From an optimization exercise on the open Yosys and OpenROAD flow, aimed at small area, a short achievable clock period and few clock cycles per item; shortcuts taken in it are not production practice.
RTL that was checked went through simulation tests only; none was proved equivalent to the original.
The RTL of runs 2 and 3 was laid out without a check of its function.

==> flow/design.v (outline; a module is shown in full before it is edited, if it fits) <==
// module serac_cascade: 3079 lines
module serac_cascade (
    input  wire        clk,
    input  wire        rst,         
    input  wire        cfg_we,
    input  wire [5:0]  cfg_addr,    
    input  wire [31:0] cfg_data,
    input  wire        clr_state,   
    input  wire        in_valid,
    output wire        in_ready,
    input  wire [31:0] in_x,
    output reg         out_valid,
    output reg  [31:0] out_y
);
  // ...
==> flow/run.sh <==
#!/bin/bash
# synth_recipe.tcl (not shown) runs the flow's synth.tcl, then flattens the netlist and writes it again
# the make line also repeats each setting of config.mk as NAME=value (left out here)
make -C /OpenROAD-flow-scripts/flow DESIGN_CONFIG=/design/flow/config.mk WORK_HOME=/design/flow/orfs CLKGATE_MAP_FILE= SYNTH_SCRIPT=/design/flow/synth_recipe.tcl finish
==> flow/config.mk <==
export PLATFORM = sky130hd
export DESIGN_NAME = serac_cascade
export DESIGN_NICKNAME = serac_cascade
export VERILOG_FILES = /design/flow/design.v
export SDC_FILE = /design/flow/constraint.sdc
export NUM_CORES = 8
export LEC_CHECK = 0
export CAP_MARGIN = 20
export CORE_MARGIN = 2
export CORE_UTILIZATION = 40
export PLACE_DENSITY = 0.6
export SETUP_SLACK_MARGIN = 0.5
export SLEW_MARGIN = 20
==> flow/constraint.sdc <==
create_clock -name core_clock -period 20.0 [get_ports {clk}]
set_input_delay 4.0000 -clock core_clock [delete_from_list [all_inputs] [get_ports {clk}]]
set_output_delay 4.0000 -clock core_clock [all_outputs]
set_load 0.01 [all_outputs]
==> flow_metrics.py, run 1 <==
metrics = {
    "hold_path": {
        "hp-class": "reg2reg",
        "hold_depth": 0,
    },
    "critical_path": {
        "worst-path-stages": 21,
        "cp-startpoint": "p0_B[28]$_DFF_P_",
        "cp_max_fo": 47,
        "crit_required_ns": 20.93,
    },
    "yosys": {
        "synth_fa_ha_area_frac": 0.241,
        "synth-simple-area-share": 0.0411,
        "muxShareOfSynthArea": 0.0603,
        "synth_cell_types": 102,
        "synth_top_family_by_area": "adder cells",
    },
    "drt": {
        "routed_wl_um": 872000,
        "wl_met3_um": 114000,
        "dr.pass1.iters": 10,
        "dr_wl_met2_um": 376000,
    },
    "status": {
        "status": "no timing/DRC/antenna violations",
    },
    "timing": {
        "setup_viol": 0,
    },
    "global_routing": {
        "gr-total-overflow": 0,
    },
    "clock_tree": {
        "cts_hold_buf": 0,
        "insertion_delay_ns": 1.06,
    },
    "cells_and_area": {
        "nFillCells": 52800,
        "layout-drive-gt1-share": 0.108,
        "final_cell_area_um2": 252000,
        "top_register": "s1r",
        "multi_input_area_share": 0.519,
        "nClkBuffers": 473,
    },
    "floorplanning": {
        "die_y_um": 764,
    },
    "place": {
        "placedCellCount": 26300,
    },
}
Testbench counts, summed over its fixed seeds: cycles 18,690, items 3,840.
==> inputs of run 2 (changes only) <==
--- a/flow/design.v
+++ b/flow/design.v
@@ -684,21 +684,23 @@
     wire [63:0] r0a = v0_cs[63:0];
     wire [63:0] r0b = v0_cs[127:64];
     wire [28:0] l0  = {1'b0, r0a[27:0]} + {1'b0, r0b[27:0]};
     wire        l0c = l0[28];                                    
     wire        l0d = l0c | ((r0a[27:0] ^ r0b[27:0]) ==
                              {r0a[26:0] | r0b[26:0], 1'b1});     
     wire [35:0] h0  = r0a[63:28] + r0b[63:28];
     wire [35:0] h1  = r0a[63:28] + r0b[63:28] + 36'd1;
-    wire [35:0] ua  = l0c ? h1 : h0;                             
-    wire [35:0] ub  = l0d ? h1 : h0;                             
-    wire [35:0] yn  = ua[35] ? ua : ub;                          
-    wire [31:0] y   = (yn[35:31] == 5'h00 || yn[35:31] == 5'h1F) ? yn[31:0] :
-                      yn[35] ? 32'h8000_0000 : 32'h7FFF_FFFF;
+    wire        sgn  = l0c ? h1[35] : h0[35];
+    wire        sel0 = l0c | (l0d & ~sgn);
+    wire [31:0] y0   = shsat(h0, 3'd0);
+    wire [31:0] y1   = shsat(h1, 3'd0);
+    wire [31:0] y    = sel0 ? y1 : y0;
+    wire [47:0] yd0  = booth(y0);
+    wire [47:0] yd1  = booth(y1);
     wire [527:0] ppb1, ppb2;
     wire [15:0]  ppb1_n, ppb2_n;
     generate
         for (g = 0; g < 16; g = g + 1) begin : g_ppb
             assign ppb1[33*g +: 33] = pprow(xd_B[3*g +: 3], b1_B);
             assign ppb2[33*g +: 33] = pprow(xd_B[3*g +: 3], b2_B);
             assign ppb1_n[g] = xd_B[3*g+2];
             assign ppb2_n[g] = xd_B[3*g+2];
@@ -2975,29 +2977,27 @@
         tc2_w[1205], tc2_w[1203], tc2_w[1201], tc2_w[1199], tc2_w[1197], tc2_w[1195], tc2_w[1193], tc2_w[1191], tc2_w[1189], tc2_w[1187], tc2_w[1185], tc2_w[1183], tc2_w[1181], tc2_w[1179], tc2_w[1177], tc2_w[1175], tc2_w[1173], tc2_w[1171], tc2_w[1169], tc2_w[1167], tc2_w[1165], tc2_w[1163], tc2_w[1161], tc2_w[1159], tc2_w[1157], tc2_w[1155], tc2_w[1153], tc2_w[1151], tc2_w[1149], tc2_w[1147], tc2_w[1145], tc2_w[1143], tc2_w[1141], tc2_w[1139], tc2_w[1137], tc2_w[1135], tc2_w[1133], tc2_w[1131], tc2_w[1129], tc2_w[1127], tc2_w[1125], tc2_w[1123], tc2_w[1121], tc2_w[1119], tc2_w[1117], tc2_w[1115], tc2_w[1113], tc2_w[1111], tc2_w[1109], tc2_w[1107], tc2_w[1105], tc2_w[1103], tc2_w[1101], tc2_w[1099], tc2_w[1097], tc2_w[1095], tc2_w[1093], tc2_w[1091], tc2_w[1089], tc2_w[1087], tc2_w[1085], tc2_w[960]};
     wire [62:0] r1a = v1_D[62:0];
     wire [62:0] r1b = v1_D[125:63];
     wire [16:0] l1  = {1'b0, r1a[15:0]} + {1'b0, r1b[15:0]};
     wire        l1c = l1[16];
     wire        l1d = l1c | ((r1a[15:0] ^ r1b[15:0]) == {r1a[14:0] | r1b[14:0], 1'b1});
     wire [46:0] h10 = r1a[62:16] + r1b[62:16];
     wire [46:0] h11 = r1a[62:16] + r1b[62:16] + 47'd1;
-    wire [46:0] u1a = l1c ? h11 : h10;
-    wire [46:0] u1b = l1d ? h11 : h10;
-    wire [46:0] s1_new = u1a[46] ? u1a : u1b;
+    wire        sg1 = l1c ? h11[46] : h10[46];
+    wire [46:0] s1_new = (l1c | (l1d & ~sg1)) ? h11 : h10;
     wire [61:0] r2a = v2_D[61:0];
     wire [61:0] r2b = v2_D[123:62];
     wire [16:0] l2  = {1'b0, r2a[15:0]} + {1'b0, r2b[15:0]};
     wire        l2c = l2[16];
     wire        l2d = l2c | ((r2a[15:0] ^ r2b[15:0]) == {r2a[14:0] | r2b[14:0], 1'b1});
     wire [45:0] h20 = r2a[61:16] + r2b[61:16];
     wire [45:0] h21 = r2a[61:16] + r2b[61:16] + 46'd1;
-    wire [45:0] u2a = l2c ? h21 : h20;
-    wire [45:0] u2b = l2d ? h21 : h20;
-    wire [45:0] s2_new = u2a[45] ? u2a : u2b;
+    wire        sg2 = l2c ? h21[45] : h20[45];
+    wire [45:0] s2_new = (l2c | (l2d & ~sg2)) ? h21 : h20;
     integer i;
     always @(posedge clk) begin
         if (clr_r) begin
             for (i = 0; i < 8; i = i + 1) begin
                 s1r[i] <= 47'd0;
                 s2r[i] <= 46'd0;
             end
         end else if (vD) begin
@@ -3007,18 +3007,21 @@
     end
     wire        nt     = ~ph;
     wire        cont   = nt ? busy[1] : busy[0];
     wire [2:0]  nsec_t = nt ? nsec1 : nsec0;
     wire        start  = ~cont & inbuf_v & cnt[1];
     wire        issue  = cont | start;
     wire [2:0]  sec_n  = start ? 3'd0 : nsec_t;
     wire        last_n = (sec_n == last_sec);
-    wire [35:0] x_src  = start ? {{4{inbuf_x[31]}}, inbuf_x} : yn;
-    wire [31:0] xs_n   = shsat(x_src, shr[sec_n]);
+    wire [2:0]  sh_n   = shr[sec_n];
+    wire [47:0] xd0    = booth(shsat(h0, sh_n));
+    wire [47:0] xd1    = booth(shsat(h1, sh_n));
+    wire [47:0] xdi    = booth(shsat({{4{inbuf_x[31]}}, inbuf_x}, sh_n));
+    wire [47:0] xd_n   = start ? xdi : sel0 ? xd1 : xd0;
     wire        fwd    = vD && secD == secA;
     wire accept = in_valid & in_ready_r;
     wire inbuf_next = (inbuf_v & ~start) | accept;
     always @(posedge clk) begin
         if (rst) begin
             ph         <= 1'b0;
             busy       <= 2'b00;
             cnt        <= 2'd3;
@@ -3049,28 +3052,28 @@
         if (issue) begin
             if (nt) nsec1 <= sec_n + 3'd1;
             else    nsec0 <= sec_n + 3'd1;
         end
         if (accept)
             inbuf_x <= in_x;
         secA  <= sec_n;
         lastA <= last_n;
-        xd_A  <= booth(xs_n);
+        xd_A  <= xd_n;
         b0_A  <= b0r[sec_n];
         secB  <= secA;
         lastB <= lastA;
         p0_B  <= fa_p0;
         xd_B  <= xd_A;
         b1_B  <= b1r[secA];
         b2_B  <= b2r[secA];
         s1_B  <= fwd ? s1_new : s1r[secA];
         s2_B  <= fwd ? s2_new : s2r[secA];
         secC  <= secB;
-        yd_C  <= booth(y);
+        yd_C  <= sel0 ? yd1 : yd0;
         w1_C  <= w1_cs;
         w2_C  <= w2_cs;
         a1_C  <= a1r[secB];
         a2_C  <= a2r[secB];
         secD  <= secC;
         v1_D  <= v1_cs;
         v2_D  <= v2_cs;
         if (vB && lastB)
==> flow/flow/run.sh (new file) <==
#!/bin/bash
set -euo pipefail
bash standard.sh SETUP_SLACK_MARGIN=14 finish > standard_flow.log 2>&1
==> flow/standard.sh (new file) <==
#!/bin/bash
# synth_recipe.tcl (not shown) runs the flow's synth.tcl, then flattens the netlist and writes it again
# the make line also repeats each setting of config.mk as NAME=value (left out here)
make -C /OpenROAD-flow-scripts/flow DESIGN_CONFIG=/design/flow/config.mk WORK_HOME=/design/flow/orfs CLKGATE_MAP_FILE= SYNTH_SCRIPT=/design/flow/synth_recipe.tcl "${@:-finish}"
removed: flow/run.sh
==> flow_metrics.py, run 2 <==
metrics = {
    "cells_and_area": {
        "reg_top3": "s1r (376), s2r (368)",
        "final_cell_mix": "a22oi_1, fa_1, inv_1",
        "top_register": "s1r",
        "final_cell_count_no_fill": 28200,
        "final_common_cell": "a22oi_1",
        "layout-drive-gt1-share": 0.122,
        "fin_nets": 23000,
        "areaGrowthSynthToFinish_pct": 10.6,
        "largest_reg_flops": 376,
    },
    "yosys": {
        "yosysSeqAreaShare": 0.363,
        "syn_avg_cell_area_um2": 11.4,
        "synth-main-ff-cell": "edfxtp_1",
        "synthTopCellsByArea": "edfxtp_1, fa_1, dfxtp_1, a22oi_1, xnor2_1",
        "yosys-top-cells-count": "a22oi_1, fa_1, inv_1",
        "synth_edf_count": 2118,
        "synth_cells": 20600,
        "synth_warnings": 1,
        "syn-num-nets": 23600,
        "yosysTopAreaCellShare": 0.270,
        "syn_area_um2": 235000,
        "async_flop_share": 0,
        "synthMostInstantiatedCell": "a22oi_1",
        "synth-seq-cells": 3202,
        "synth_cell_types": 98,
        "synth_top_cell_by_area": "edfxtp_1",
    },
    "place": {
        "placedCellCount": 27300,
        "post-place-ws_ns": 11.93,
        "numPortBuffers": 108,
        "gp_congestion": 0.984,
        "hpwl_um": 627000,
    },
    "global_routing": {
        "grt_pass1_vias": 177000,
        "track_usage": 0.315,
        "grt_pass1_wl_um": 1340000,
        "grt_max_degree": 89,
        "gr-total-overflow": 0,
        "antenna_found_initial": 99,
    },
    "critical_path": {
        "end_kind": "flip-flop",
        "r2r_cells": 17,
        "cp-start-kind": "flip-flop",
        "cp_max_fo": 9,
        "timing.rr.end": "s1_B[13]$_DFF_P_",
        "timing.rr.start": "v1_D[55]$_DFF_P_",
        "crit_required_ns": 20.76,
        "r2r_slack_ns": 13.90,
        "crit_type": "reg2reg",
        "arrival_ns": 6.86,
    },
    "clock_tree": {
        "tritoncts": "yes",
        "cts_buffer_depth": 4,
        "cts.sinks": 3202,
        "htree_levels": 5,
        "clk_pin_slew_ns": 0.06,
        "cts_hold_buf": 0,
        "cts_inserted_buffers": 357,
        "insertion_delay_ns": 1.08,
        "root_buffer": "clkbuf_16",
    },
    "drt": {
        "drt-initial-drc-count": 23400,
        "routed_via_density": 6.19,
        "dr.pass1.iters": 9,
        "wire_per_inst_um": 34.1,
        "routed_wl_um": 961000,
        "vias": 174000,
        "drc": 0,
        "antenna_left": 1,
    },
    "timing": {
        "min_period_ns": 6.10,
        "rsz0062_at_grt": "true",
        "skew_ns": 0.120,
        "tns_ns": 0,
        "period_share": 0.305,
        "relSlewSlack": 0.107,
        "finalWorstSetupSlack_ns": 13.90,
        "setup_viol": 0,
        "hold_viol": 0,
        "hold_ws_ns": 0.323,
        "clock.fmax_ghz": 0.164,
        "max_slew.worst_pin.slew_ns": 1.34,
        "maxSlewViolCount": 0,
    },
    "hold_path": {
        "hold_depth": 0,
        "hp-class": "reg2reg",
        "worstHoldStart": "secC[0]$_DFF_P_",
        "worstHoldEndpoint": "secD[0]$_DFF_P_",
    },
    "floorplanning": {
        "ios": 109,
        "fp.dieW_um": 771,
        "die_y_um": 771,
        "core-area_um2": 586000,
        "initial_core_util": 0.402,
        "die_area_um2": 594000,
        "rows": 281,
    },
    "status": {
        "failed_checks": "antenna rules",
        "status": "finished with violations",
    },
    "run": {
        "maxCapViolCount": 0,
    },
}
==> run 2: final cells by class <==
type / instances / area, um2
antenna: 122 / 305
clock buffer: 495 / 10000
clock inverter: 174 / 2050
fill: 54100 / 326000
inverter: 2408 / 9060
multi-input combinational: 13200 / 137000
sequential: 3202 / 85600
tap: 7782 / 9740
timing repair buffer: 823 / 6840
==> run 2: worst max-delay path, cell delays in order, from the launching register on <==
cell and delay, ns:
dfxtp_1 0.30, ha_1 0.38, a21o_1 0.19, a21oi_1 0.13
nor2_1 0.05, nor2_1 0.17, o21ai_0 0.12, a21o_1 0.18
a21oi_1 0.65, mux2i_1 0.88, a221oi_1 0.20, buf_4 0.24
nand3_1 0.17, o21ai_0 0.24, nand2b_1 0.27, or3b_2 0.49
xor2_2 0.23, o21ai_1 0.97
==> run 2: routing by layer <==
layer / part of all wire / track usage / wire, um / vias to the layer above
met2: 0.42 / 0.463 / 404000 / 13100
met3: 0.14 / 0.115 / 132000 / 3758
met5: 0.00055 / 0.00357 / 530 / -
li1: - / - / - / 69000
met1: 0.36 / 0.393 / 346000 / 88600
met4: 0.083 / 0.201 / 79400 / 54
==> run 2: worst max path at each step <==
stage	startpoint	endpoint	slack, ns
finish	v1_D[55]$_DFF_P_	s1_B[13]$_DFF_P_	13.90
global route	p0_B[33]$_DFF_P_	xd_A[8]$_DFF_P_	13.82
CTS	v1_D[16]$_DFF_P_	s1_B[31]$_DFF_P_	14.00
detailed placement	p0_B[28]$_DFF_P_	xd_A[9]$_DFF_P_	11.93
global placement	p0_B[28]$_DFF_P_	xd_A[28]$_DFF_P_	11.83
floorplan	p0_B[28]$_DFF_P_	yd_C[13]$_DFF_P_	14.05
==> run 2: through the flow <==
stage | utilization | cell area, um2
6_report | 0.444 | 260000
5_1_grt | 0.444 | 260000
4_1_cts | 0.441 | 258000
3_5_place_dp | 0.418 | 245000
3_3_place_gp | 0.418 | 245000
2_1_floorplan | - | 235000
==> run 2: timing repair <==
item | 4_1_cts | 5_1_grt
setup buffers | 35 | 40
setup endpoints to repair | 405 | 331
cloned | 3 | 6
pin swaps | 24 | 77
gates resized for setup | 153 | 205
==> run 2: kinds of logic after synthesis <==
family,after synthesis,synth area share
buffers and inverters,4181,0.0669
AO/OA/AOI/OAI,3780,0.114
flip-flops,3202,0.363
adder cells (fa/ha/maj),2988,0.236
XOR/XNOR,2970,0.111
AND/OR/NAND/NOR,2581,0.0481
multiplexers,859,0.0614
==> inputs of run 3 (changes only) <==
==> flow/flow/run.sh (replaced) <==
#!/bin/bash
set -euo pipefail
bash standard.sh SETUP_SLACK_MARGIN=14.5 \
    "BUFFER_PORTS_ARGS=-buffer_cell sky130_fd_sc_hd__buf_4" \
    finish > standard_flow.log 2>&1
==> flow_metrics.py, run 3 <==
metrics = {
    "global_routing": {
        "grt_pass1_wl_um": 1330000,
        "gr-total-overflow": 0,
        "antenna_found_initial": 102,
        "track_usage": 0.311,
        "grt_max_degree": 129,
        "grt_pass1_vias": 177000,
    },
    "timing": {
        "hold_viol": 0,
        "relSlewSlack": 0.146,
        "skew_ns": 0.135,
        "rsz0062_at_grt": "true",
        "maxSlewViolCount": 0,
        "period_share": 0.297,
        "setup_viol": 0,
        "clock.fmax_ghz": 0.168,
        "min_period_ns": 5.94,
        "max_slew.worst_pin.slew_ns": 1.27,
        "tns_ns": 0,
    },
    "cells_and_area": {
        "reg_top3": "s1r (376), s2r (368)",
        "utilization": 0.448,
        "fin_nets": 23100,
        "final_cell_mix": "a22oi_1, fa_1, inv_1",
        "areaGrowthSynthToFinish_pct": 11.4,
        "largest_reg_flops": 376,
        "layout-drive-gt1-share": 0.137,
        "top_register": "s1r",
        "final_common_cell": "a22oi_1",
    },
    "place": {
        "gp_congestion": 1.01,
        "numPortBuffers": 108,
        "hpwl_um": 615000,
    },
    "floorplanning": {
        "die_area_um2": 594000,
        "core-area_um2": 586000,
        "fp.dieW_um": 771,
        "ios": 109,
        "initial_core_util": 0.402,
        "die_y_um": 771,
        "rows": 281,
    },
    "yosys": {
        "synthTopCellsByArea": "edfxtp_1, fa_1, dfxtp_1, a22oi_1, xnor2_1",
        "muxShareOfSynthArea": 0.0614,
        "syn_area_um2": 235000,
        "yosysTopAreaCellShare": 0.270,
        "synth_top_family_by_area": "adder cells",
        "yosys-top-cells-count": "a22oi_1, fa_1, inv_1",
        "synthMostInstantiatedCell": "a22oi_1",
        "syn-num-nets": 23600,
        "synth_xor_area_frac": 0.111,
        "synth_fa_ha_area_frac": 0.236,
        "synth-seq-cells": 3202,
        "synth_warnings": 1,
        "synth_top_cell_by_area": "edfxtp_1",
        "synth_edf_count": 2118,
        "synth_cells": 20600,
        "yosysSeqAreaShare": 0.363,
        "synth-simple-area-share": 0.0481,
        "synth_cell_types": 98,
        "synth_compound_area_frac": 0.114,
        "syn_avg_cell_area_um2": 11.4,
        "async_flop_share": 0,
        "synth-main-ff-cell": "edfxtp_1",
    },
    "hold_path": {
        "hp-class": "reg2reg",
        "hold_depth": 0,
        "worstHoldEndpoint": "secD[1]$_DFF_P_",
        "worstHoldStart": "secC[1]$_DFF_P_",
    },
    "clock_tree": {
        "cts_buffer_depth": 4,
        "clk_pin_slew_ns": 0.06,
        "cts_inserted_buffers": 355,
        "root_buffer": "clkbuf_16",
        "htree_levels": 5,
        "cts.sinks": 3202,
        "insertion_delay_ns": 1.07,
        "tritoncts": "yes",
    },
    "critical_path": {
        "timing.rr.start": "s1_B[12]$_DFF_P_",
        "r2r_slack_ns": 14.06,
        "timing.rr.end": "yd_C[25]$_DFF_P_",
        "cp-startpoint": "s1_B[12]$_DFF_P_",
        "crit_required_ns": 20.88,
        "end_kind": "flip-flop",
        "crit_type": "reg2reg",
        "cp_max_fo": 8,
        "cp-start-kind": "flip-flop",
        "r2r_cells": 21,
        "arrival_ns": 6.82,
    },
    "drt": {
        "vias": 175000,
        "drt-initial-drc-count": 23800,
        "routed_wl_um": 946000,
        "wire_per_inst_um": 33.5,
        "antenna_left": 0,
        "dr.pass1.iters": 10,
        "drc": 0,
        "routed_via_density": 6.17,
    },
    "status": {
        "status": "no timing/DRC/antenna violations",
    },
    "run": {
        "maxCapViolCount": 0,
    },
}
[run 3: cell counts after synthesis]
No cell type changed its count.
[run 3: final cells by class]
cell class / count / area (um2)
diodes: 121 / 303
clock buffers: 471 / 9760
well taps: 7782 / 9740
flip-flops and latches: 3202 / 85600
inverters: 2408 / 9080
clock inverters: 190 / 2040
multi-input cells: 13200 / 138000
fillers: 54100 / 324000
repair buffers: 896 / 7690
[run 3: repair_timing]
action / 4_1_cts / 5_1_grt
resized for setup: 441 / 250
cloned: 17 / 1
pin swaps: 72 / 71
setup endpoints to repair: 838 / 683
hold buffers: 0 / 0
endpoints found under the hold margin: 0 / 0
setup buffers: 91 / 63
[run 3: kinds of logic after synthesis]
family	after synthesis
flip-flops	3202
multiplexers	859
AND/OR/NAND/NOR	2581
adder cells (fa/ha/maj)	2988
AO/OA/AOI/OAI	3780
XOR/XNOR	2970
buffers and inverters	4181
[run 3: through the flow]
step,cells,area (um2),setup WS [ns],hold slack [ns]
final,28300,262000,14.06,0.331
after floorplan,20600,235000,14.45,0.310
after global routing,28200,262000,13.89,0.345
after detailed placement,27300,245000,12.09,0.315
after CTS,28100,260000,14.09,0.328
after global placement,27300,245000,12.09,0.311
[run 3: routing by layer]
layer,global-route usage,up-vias,part of all wire
li1,-,69200,-
met1,0.388,88800,0.36
met2,0.454,12900,0.42
met3,0.108,3653,0.13
met4,0.213,56,0.085
met5,0.00276,-,0.00044
[run 3: critical path: stages, from the launching register on]
cell and delay, ns:
dfxtp_2 0.32, fa_2 0.49, ha_4 0.19, fa_2 0.37, a21o_4 0.26, a221oi_4 0.23, buf_6 0.17, xnor2_4 0.19
nand4bb_4 0.24, nor3_4 0.25, nand4_1 0.12, buf_6 0.15, or4_4 0.59, buf_6 0.16, nor4_4 0.25, xor2_4 0.17
or4_4 0.64, mux2_8 0.42, o21ai_4 0.18, and3b_1 0.20, a21oi_1 0.11, o22ai_1 0.08
[run 3: how the worst max path moves through the flow]
stage | end | slack (ns) | cells after the start
2_1_floorplan | xd_A[2]$_DFF_P_ | 14.45 | 22
3_3_place_gp | xd_A[6]$_DFF_P_ | 12.09 | 16
3_5_place_dp | xd_A[21]$_DFF_P_ | 12.09 | 16
4_1_cts | xd_A[11]$_DFF_P_ | 14.09 | 19
5_1_grt | xd_A[38]$_DFF_P_ | 13.89 | 23
6_report | yd_C[25]$_DFF_P_ | 14.06 | 21

==> re-timing with driven ports <==
In the flow no input, the clock included, has a driving cell. The finished layouts below were timed again as built, in two steps.
Step 1 (the two cells are an assumption about what drives the block):
set clk [get_ports {clk}]
set_driving_cell -lib_cell sky130_fd_sc_hd__clkbuf_16 $clk
set_driving_cell -lib_cell sky130_fd_sc_hd__buf_2 [delete_from_list [all_inputs] $clk]
Step 2 moves the port delays by t, midway between the first and last clock arrival at a register: inputs arrive t later, outputs are due t later. That takes back most of the time a late clock gives input paths.
Three values: ideal, step 1, step 2; two values: the first two.
run	shift t [ns]	setup slack, ns	hold slack, ns	worst setup path after step 2	cell pins on the clock port's net
run 1	1.158	12.317 / 12.317 / 12.317	0.326 / 0.326 / 0.326	register to register	1
run 2	1.152	13.904 / 13.871 / 13.904	0.323 / 0.323 / 0.323	register to register	1
run 3	1.153	14.057 / 14.057 / 14.057	0.331 / 0.331 / 0.331	register to register	1
